Context: an optimization exercise on an open-source flow, tuned for small area, a short achievable clock period and few clock cycles per item. The choices shown serve that exercise and are no tape-out recipe. Function was checked by simulation only, so behaviour that the tests miss may differ from the original.

==> inputs of run G <==
==> flow/design.v (excerpt) <==
module tangram_fma (
    input  wire        clk,
    input  wire        rst,         
    input  wire        in_valid,
    output reg         in_ready,
    input  wire [31:0] in_a,
    input  wire [31:0] in_b,
    input  wire [31:0] in_c,
    input  wire [1:0]  in_frm,      
    input  wire        in_ftz,
    output reg         out_valid,
    input  wire        out_ready,
    output reg  [31:0] out_result,
    output reg  [3:0]  out_flags    
);
    localparam integer LAT = 4;     
    reg        k_v;                 
    reg [35:0] k_d;
    wire       en  = !k_v;          
    wire       acc = in_valid && in_ready;
    reg        v_in;
    reg [31:0] a_r, b_r, c_r;
    reg [1:0]  rm_r;
    reg        ftz_r;
    always @(posedge clk) begin
        if (rst)     v_in <= 1'b0;
        else if (en) v_in <= acc;
        if (en) begin
            a_r   <= in_a;
            b_r   <= in_b;
            c_r   <= in_c;
            rm_r  <= in_frm;
  ...
clock: 33.0 ns
lec_check: 0
cap_margin: 20
core_margin: 2
core_utilization: 40
cts_cluster_diameter: 120
cts_cluster_size: 25
slew_margin: 20
standard.sh (not shown) runs the stock make flow with config.mk's settings and CLKGATE_MAP_FILE= SYNTH_SCRIPT=/design/flow/synth_recipe.tcl, a recipe that flattens the netlist after the stock synthesis.
==> flow/flow/run.sh <==
#!/bin/bash
# The standard layout, with plain buffers (not delay cells) on the ports and
# timing repair aiming 25.5 ns above the clock's slack.
bash standard.sh "BUFFER_PORTS_ARGS=-buffer_cell sky130_fd_sc_hd__buf_2" SETUP_SLACK_MARGIN=25.5 finish > standard_flow.log 2>&1
==> run Z: changes against run G <==
--- a/flow/design.v
+++ b/flow/design.v
@@ -68,15 +68,14 @@
     assign is_inf  = (e == 8'hFF) && f0;
     assign is_zero = e0 && (f0 || ftz);
     assign exp     = {e[7:1], e[0] | e0};
     assign sig     = {!e0, f};
 endmodule
 module fma_core (
     input  wire        clk,
-    input  wire        en,           
     input  wire [31:0] a,
     input  wire [31:0] b,
     input  wire [31:0] c,
     input  wire [1:0]  rm,
     input  wire        ftz,
     output reg  [31:0] result,
     output reg  [3:0]  flags        
@@ -125,15 +124,15 @@
     wire s_sgn   = pinf ? sp : ic ? sc : (sp == sc) ? sp : (rm == 2'd2);
     reg [48:0] ps1, pc1;
     reg [38:0] cl1;
     reg [2:0]  sh1;
     reg [8:0]  l1;
     reg        cst1, sub1, sp1, sc1, ftz1, spec1, snan1, sinf1, nv1, ssg1;
     reg [1:0]  rm1;
-    always @(posedge clk) if (en) begin
+    always @(posedge clk) begin
         ps1 <= ps; pc1 <= pc; cl1 <= c_l3; sh1 <= sh[6:4]; cst1 <= c_st;
         l1 <= lexp;
         sub1 <= eff_sub; sp1 <= sp; sc1 <= sc; ftz1 <= ftz; rm1 <= rm;
         spec1 <= s_nan || s_inf || s_zero;
         snan1 <= s_nan; sinf1 <= s_inf; nv1 <= inv; ssg1 <= s_sgn;
     end
     wire [76:0] c_m0 = {cl1, {38{sub1}}};
@@ -152,15 +151,15 @@
     wire        neg = sub1 && s1[77];
     wire [77:0] mag = !sub1 ? s0 : neg ? ~s0 : s1;
     wire        sgn = neg ? sc1 : sp1;
     reg [77:0] m2;
     reg [8:0]  l2;
     reg        s2, ftz2, spec2, snan2, sinf2, nv2, ssg2;
     reg [1:0]  rm2;
-    always @(posedge clk) if (en) begin
+    always @(posedge clk) begin
         m2 <= mag; l2 <= l1; s2 <= sgn; ftz2 <= ftz1; rm2 <= rm1;
         spec2 <= spec1; snan2 <= snan1; sinf2 <= sinf1; nv2 <= nv1; ssg2 <= ssg1;
     end
     wire [6:0]  lz, tz;
     lzc78 u_lzc (.x(m2), .n(lz));
     tzc78 u_tzc (.x(m2), .n(tz));
     wire        mz  = (lz == 7'd78);
@@ -178,15 +177,15 @@
     wire        st0 = (lo <= 8'd51);
     wire [8:0]  lmz  = l2 - {2'd0, lz};
     wire [8:0]  ebm1 = clampd ? 9'd0 : lmz;
     reg [25:0] n3;
     reg        st0_3, st1_3, s3, ftz3, spec3, snan3, sinf3, nv3, ssg3, mz3;
     reg [8:0]  e3;
     reg [1:0]  rm3;
-    always @(posedge clk) if (en) begin
+    always @(posedge clk) begin
         n3 <= h0[77:52]; st0_3 <= st0; st1_3 <= st1;
         e3 <= ebm1; s3 <= s2; ftz3 <= ftz2; rm3 <= rm2; mz3 <= mz;
         spec3 <= spec2; snan3 <= snan2; sinf3 <= sinf2; nv3 <= nv2; ssg3 <= ssg2;
     end
     wire [31:0] r_round;
     wire [3:0]  f_round;
     fpu_round u_round (.sign(s3), .ebm1(e3), .n(n3), .st1(st1_3), .st0(st0_3),
@@ -1402,61 +1401,77 @@
     input  wire [1:0]  in_frm,      
     input  wire        in_ftz,
     output reg         out_valid,
     input  wire        out_ready,
     output reg  [31:0] out_result,
     output reg  [3:0]  out_flags    
 );
-    localparam integer LAT = 4;     
-    reg        k_v;                 
-    reg [35:0] k_d;
-    wire       en  = !k_v;          
-    wire       acc = in_valid && in_ready;
+    localparam integer LAT = 4;             
+    localparam integer QN  = LAT + 1;       
     reg        v_in;
     reg [31:0] a_r, b_r, c_r;
     reg [1:0]  rm_r;
     reg        ftz_r;
+    wire       acc = in_valid && in_ready;
     always @(posedge clk) begin
-        if (rst)     v_in <= 1'b0;
-        else if (en) v_in <= acc;
-        if (en) begin
-            a_r   <= in_a;
-            b_r   <= in_b;
-            c_r   <= in_c;
-            rm_r  <= in_frm;
-            ftz_r <= in_ftz;
-        end
+        v_in  <= !rst && acc;
+        a_r   <= in_a;
+        b_r   <= in_b;
+        c_r   <= in_c;
+        rm_r  <= in_frm;
+        ftz_r <= in_ftz;
     end
     wire [31:0] res;
     wire [3:0]  flg;
-    fma_core u_fma (.clk(clk), .en(en), .a(a_r), .b(b_r), .c(c_r), .rm(rm_r), .ftz(ftz_r),
+    fma_core u_fma (.clk(clk), .a(a_r), .b(b_r), .c(c_r), .rm(rm_r), .ftz(ftz_r),
                     .result(res), .flags(flg));
     reg [LAT-2:0] v_pipe;
     always @(posedge clk)
-        if (rst)     v_pipe <= {(LAT-1){1'b0}};
-        else if (en) v_pipe <= {v_pipe[LAT-3:0], v_in};
+        if (rst) v_pipe <= {(LAT-1){1'b0}};
+        else     v_pipe <= {v_pipe[LAT-3:0], v_in};
     wire pv = v_pipe[LAT-2];      
-    wire o_free = !out_valid || out_ready;
+    reg [35:0] q [0:QN-1];
+    reg [2:0]  rp, wp;
+    reg        q_empty;
+    wire [2:0] rp_n = (rp == QN-1) ? 3'd0 : rp + 3'd1;
+    wire [2:0] wp_n = (wp == QN-1) ? 3'd0 : wp + 3'd1;
+    wire       push_f = pv && !q_empty;
+    wire       push_h = pv;
+    wire       pop_f  = !q_empty;
+    always @(posedge clk) begin
+        if (pv) q[wp] <= {res, flg};
+        if (!out_valid || out_ready)
+            {out_result, out_flags} <= !q_empty ? q[rp] : {res, flg};
+    end
     always @(posedge clk) begin
         if (rst) begin
             out_valid <= 1'b0;
-            k_v       <= 1'b0;
-            in_ready  <= 1'b1;
+            rp <= 3'd0; wp <= 3'd0; q_empty <= 1'b1;
+        end else if (!out_valid || out_ready) begin
+            out_valid <= !q_empty || pv;
+            if (pop_f)  rp <= rp_n;
+            if (push_f) wp <= wp_n;
+            q_empty <= push_f ? 1'b0 : pop_f ? (rp_n == wp) : q_empty;
         end else begin
-            if (o_free)
-                out_valid <= k_v || pv;
-            if (k_v) begin
-                if (o_free) begin
-                    k_v      <= 1'b0;
-                    in_ready <= 1'b1;
-                end
-            end else if (!o_free && pv) begin
-                k_v      <= 1'b1;
-                in_ready <= 1'b0;
-            end
+            if (push_h) wp <= wp_n;
+            q_empty <= q_empty && !push_h;
         end
-        if (o_free)
-            {out_result, out_flags} <= k_v ? k_d : {res, flg};
-        if (!k_v)
-            k_d <= {res, flg};
     end
+    reg  [3:0] nout;
+    wire       take = out_valid && out_ready;
+    wire [3:0] n_up = nout + 4'd1;
+    wire [3:0] n_dn = nout - 4'd1;
+    wire       r_up = (nout <= QN - 1);
+    wire       r_eq = (nout <= QN);
+    wire       r_dn = (nout <= QN + 1);
+    always @(posedge clk)
+        if (rst) begin
+            nout     <= 4'd0;
+            in_ready <= 1'b1;
+        end else begin
+            case ({acc, take})
+                2'b10:   begin nout <= n_up; in_ready <= r_up; end
+                2'b01:   begin nout <= n_dn; in_ready <= r_dn; end
+                default: begin nout <= nout; in_ready <= r_eq; end
+            endcase
+        end
 endmodule
==> run C: changes against run G <==
--- a/flow/design.v
+++ b/flow/design.v
@@ -68,15 +68,14 @@
     assign is_inf  = (e == 8'hFF) && f0;
     assign is_zero = e0 && (f0 || ftz);
     assign exp     = {e[7:1], e[0] | e0};
     assign sig     = {!e0, f};
 endmodule
 module fma_core (
     input  wire        clk,
-    input  wire        en,           
     input  wire [31:0] a,
     input  wire [31:0] b,
     input  wire [31:0] c,
     input  wire [1:0]  rm,
     input  wire        ftz,
     output reg  [31:0] result,
     output reg  [3:0]  flags        
@@ -125,15 +124,15 @@
     wire s_sgn   = pinf ? sp : ic ? sc : (sp == sc) ? sp : (rm == 2'd2);
     reg [48:0] ps1, pc1;
     reg [38:0] cl1;
     reg [2:0]  sh1;
     reg [8:0]  l1;
     reg        cst1, sub1, sp1, sc1, ftz1, spec1, snan1, sinf1, nv1, ssg1;
     reg [1:0]  rm1;
-    always @(posedge clk) if (en) begin
+    always @(posedge clk) begin
         ps1 <= ps; pc1 <= pc; cl1 <= c_l3; sh1 <= sh[6:4]; cst1 <= c_st;
         l1 <= lexp;
         sub1 <= eff_sub; sp1 <= sp; sc1 <= sc; ftz1 <= ftz; rm1 <= rm;
         spec1 <= s_nan || s_inf || s_zero;
         snan1 <= s_nan; sinf1 <= s_inf; nv1 <= inv; ssg1 <= s_sgn;
     end
     wire [76:0] c_m0 = {cl1, {38{sub1}}};
@@ -152,15 +151,15 @@
     wire        neg = sub1 && s1[77];
     wire [77:0] mag = !sub1 ? s0 : neg ? ~s0 : s1;
     wire        sgn = neg ? sc1 : sp1;
     reg [77:0] m2;
     reg [8:0]  l2;
     reg        s2, ftz2, spec2, snan2, sinf2, nv2, ssg2;
     reg [1:0]  rm2;
-    always @(posedge clk) if (en) begin
+    always @(posedge clk) begin
         m2 <= mag; l2 <= l1; s2 <= sgn; ftz2 <= ftz1; rm2 <= rm1;
         spec2 <= spec1; snan2 <= snan1; sinf2 <= sinf1; nv2 <= nv1; ssg2 <= ssg1;
     end
     wire [6:0]  lz, tz;
     lzc78 u_lzc (.x(m2), .n(lz));
     tzc78 u_tzc (.x(m2), .n(tz));
     wire        mz  = (lz == 7'd78);
@@ -178,15 +177,15 @@
     wire        st0 = (lo <= 8'd51);
     wire [8:0]  lmz  = l2 - {2'd0, lz};
     wire [8:0]  ebm1 = clampd ? 9'd0 : lmz;
     reg [25:0] n3;
     reg        st0_3, st1_3, s3, ftz3, spec3, snan3, sinf3, nv3, ssg3, mz3;
     reg [8:0]  e3;
     reg [1:0]  rm3;
-    always @(posedge clk) if (en) begin
+    always @(posedge clk) begin
         n3 <= h0[77:52]; st0_3 <= st0; st1_3 <= st1;
         e3 <= ebm1; s3 <= s2; ftz3 <= ftz2; rm3 <= rm2; mz3 <= mz;
         spec3 <= spec2; snan3 <= snan2; sinf3 <= sinf2; nv3 <= nv2; ssg3 <= ssg2;
     end
     wire [31:0] r_round;
     wire [3:0]  f_round;
     fpu_round u_round (.sign(s3), .ebm1(e3), .n(n3), .st1(st1_3), .st0(st0_3),
@@ -1402,61 +1401,77 @@
     input  wire [1:0]  in_frm,      
     input  wire        in_ftz,
     output reg         out_valid,
     input  wire        out_ready,
     output reg  [31:0] out_result,
     output reg  [3:0]  out_flags    
 );
-    localparam integer LAT = 4;     
-    reg        k_v;                 
-    reg [35:0] k_d;
-    wire       en  = !k_v;          
-    wire       acc = in_valid && in_ready;
+    localparam integer LAT = 4;             
+    localparam integer QN  = LAT + 1;       
     reg        v_in;
     reg [31:0] a_r, b_r, c_r;
     reg [1:0]  rm_r;
     reg        ftz_r;
+    wire       acc = in_valid && in_ready;
     always @(posedge clk) begin
-        if (rst)     v_in <= 1'b0;
-        else if (en) v_in <= acc;
-        if (en) begin
-            a_r   <= in_a;
-            b_r   <= in_b;
-            c_r   <= in_c;
-            rm_r  <= in_frm;
-            ftz_r <= in_ftz;
-        end
+        v_in  <= !rst && acc;
+        a_r   <= in_a;
+        b_r   <= in_b;
+        c_r   <= in_c;
+        rm_r  <= in_frm;
+        ftz_r <= in_ftz;
     end
     wire [31:0] res;
     wire [3:0]  flg;
-    fma_core u_fma (.clk(clk), .en(en), .a(a_r), .b(b_r), .c(c_r), .rm(rm_r), .ftz(ftz_r),
+    fma_core u_fma (.clk(clk), .a(a_r), .b(b_r), .c(c_r), .rm(rm_r), .ftz(ftz_r),
                     .result(res), .flags(flg));
     reg [LAT-2:0] v_pipe;
     always @(posedge clk)
-        if (rst)     v_pipe <= {(LAT-1){1'b0}};
-        else if (en) v_pipe <= {v_pipe[LAT-3:0], v_in};
+        if (rst) v_pipe <= {(LAT-1){1'b0}};
+        else     v_pipe <= {v_pipe[LAT-3:0], v_in};
     wire pv = v_pipe[LAT-2];      
-    wire o_free = !out_valid || out_ready;
+    reg [35:0] q [0:QN-1];
+    reg [2:0]  rp, wp;
+    reg        q_empty;
+    wire [2:0] rp_n = (rp == QN-1) ? 3'd0 : rp + 3'd1;
+    wire [2:0] wp_n = (wp == QN-1) ? 3'd0 : wp + 3'd1;
+    wire       push_f = pv && !q_empty;
+    wire       push_h = pv;
+    wire       pop_f  = !q_empty;
+    always @(posedge clk) begin
+        if (pv) q[wp] <= {res, flg};
+        if (!out_valid || out_ready)
+            {out_result, out_flags} <= !q_empty ? q[rp] : {res, flg};
+    end
     always @(posedge clk) begin
         if (rst) begin
             out_valid <= 1'b0;
-            k_v       <= 1'b0;
-            in_ready  <= 1'b1;
+            rp <= 3'd0; wp <= 3'd0; q_empty <= 1'b1;
+        end else if (!out_valid || out_ready) begin
+            out_valid <= !q_empty || pv;
+            if (pop_f)  rp <= rp_n;
+            if (push_f) wp <= wp_n;
+            q_empty <= push_f ? 1'b0 : pop_f ? (rp_n == wp) : q_empty;
         end else begin
-            if (o_free)
-                out_valid <= k_v || pv;
-            if (k_v) begin
-                if (o_free) begin
-                    k_v      <= 1'b0;
-                    in_ready <= 1'b1;
-                end
-            end else if (!o_free && pv) begin
-                k_v      <= 1'b1;
-                in_ready <= 1'b0;
-            end
+            if (push_h) wp <= wp_n;
+            q_empty <= q_empty && !push_h;
         end
-        if (o_free)
-            {out_result, out_flags} <= k_v ? k_d : {res, flg};
-        if (!k_v)
-            k_d <= {res, flg};
     end
+    reg  [3:0] nout;
+    wire       take = out_valid && out_ready;
+    wire [3:0] n_up = nout + 4'd1;
+    wire [3:0] n_dn = nout - 4'd1;
+    wire       r_up = (nout <= QN - 1);
+    wire       r_eq = (nout <= QN);
+    wire       r_dn = (nout <= QN + 1);
+    always @(posedge clk)
+        if (rst) begin
+            nout     <= 4'd0;
+            in_ready <= 1'b1;
+        end else begin
+            case ({acc, take})
+                2'b10:   begin nout <= n_up; in_ready <= r_up; end
+                2'b01:   begin nout <= n_dn; in_ready <= r_dn; end
+                default: begin nout <= nout; in_ready <= r_eq; end
+            endcase
+        end
 endmodule
==> flow/config.mk (replaced) <==
export PLATFORM = sky130hd
export DESIGN_NAME = tangram_fma
export DESIGN_NICKNAME = tangram_fma
export VERILOG_FILES = /design/flow/design.v
export SDC_FILE = /design/flow/constraint.sdc
export NUM_CORES = 4
export LEC_CHECK = 0
export CAP_MARGIN = 20
export CORE_MARGIN = 2
export CORE_UTILIZATION = 40
export SLEW_MARGIN = 20
==> summary of the runs <==
Run Z ran to the end with no violations. Run G went through all stages and came out clean. Run C finished clean.
In run C the die area is larger than in run G, by about 4%.
In run C the register-to-register slack is better than in run G, by 0.18 ns.
The lowest final cell count belongs to run G, the highest to run C.
Between run C and run G, the lower utilization is in run G (gap 1.4 points).
Of run C and run G, run C has the higher routed wire length (gap about 3%, measured against run G).
==> figures <==
|  | run Z | run G | run C |
|---|---|---|---|
| Outcome | no timing/DRC/antenna violations | no timing/DRC/antenna violations | no timing/DRC/antenna violations |
| Layout-to-synthesis area ratio | 1.0785x | 1.0736x | 1.1041x |
| Reg2reg start | u_fma.sh1[2] | u_fma.m2[52] | u_fma.m2[18] |
| Number of antenna violations at the first check in global routing | 6 | 1 | 5 |
| Start point of the critical path | out_result[23] | out_result[28] | out_result[23] |
| Post-cts resize count | 28 | 44 | 30 |
| Clock insertion delay at the later pin of the skew report | 0.67 ns | 0.65 ns | 0.70 ns |
| Global-route wire length before repair | 247700 µm | 244200 µm | 249800 µm |
| Via total after detailed routing | 39480 | 38870 | 39750 |
| Tap cell count | 1612 | 1524 | 1612 |
Testbench counts of run G, summed over its fixed seeds: cycles 16,040, items 16,000.
Testbench counts of run Z, summed over its fixed seeds: cycles 16,040, items 16,000.
Testbench counts of run C, summed over its fixed seeds: cycles 16,040, items 16,000.

-- afterwards: timing with drivers on the ports --
The results above use ideal ports. As a check the final layouts listed here were re-extracted and re-timed, cells and wires unchanged.
Step 1 assumes that a clkbuf_16 drives the clock port and a buf_2 every other input.
Step 2, shift: input delay + t, output delay - t, t = (earliest + latest rising clock arrival at the registers) / 2. This alone moves slack from input paths to output paths.
a / b / c = ideal / step 1 / step 2; a / b = the first two.
run | shift t [ns] | slack for setup (ns) | clock arrival spread, ns | slew at the worst register clock pin (ns) | worst slew at a driven data input, ns
run G | 0.710 | 25.210 / 25.132 / 25.449 | 0.041 / 0.042 | 0.11 / 0.11 | 0.05
run Z | 0.722 | 25.140 / 25.063 / 24.883 | 0.054 / 0.054 | 0.11 / 0.11 | 0.05
run C | 0.753 | 25.126 / 25.050 / 24.879 | 0.042 / 0.042 | 0.07 / 0.07 | 0.05
After both steps every run listed still meets setup and hold. The setup slack of run Z, which loses most, moves by -0.077 ns with the drivers and by -0.257 ns with both steps.
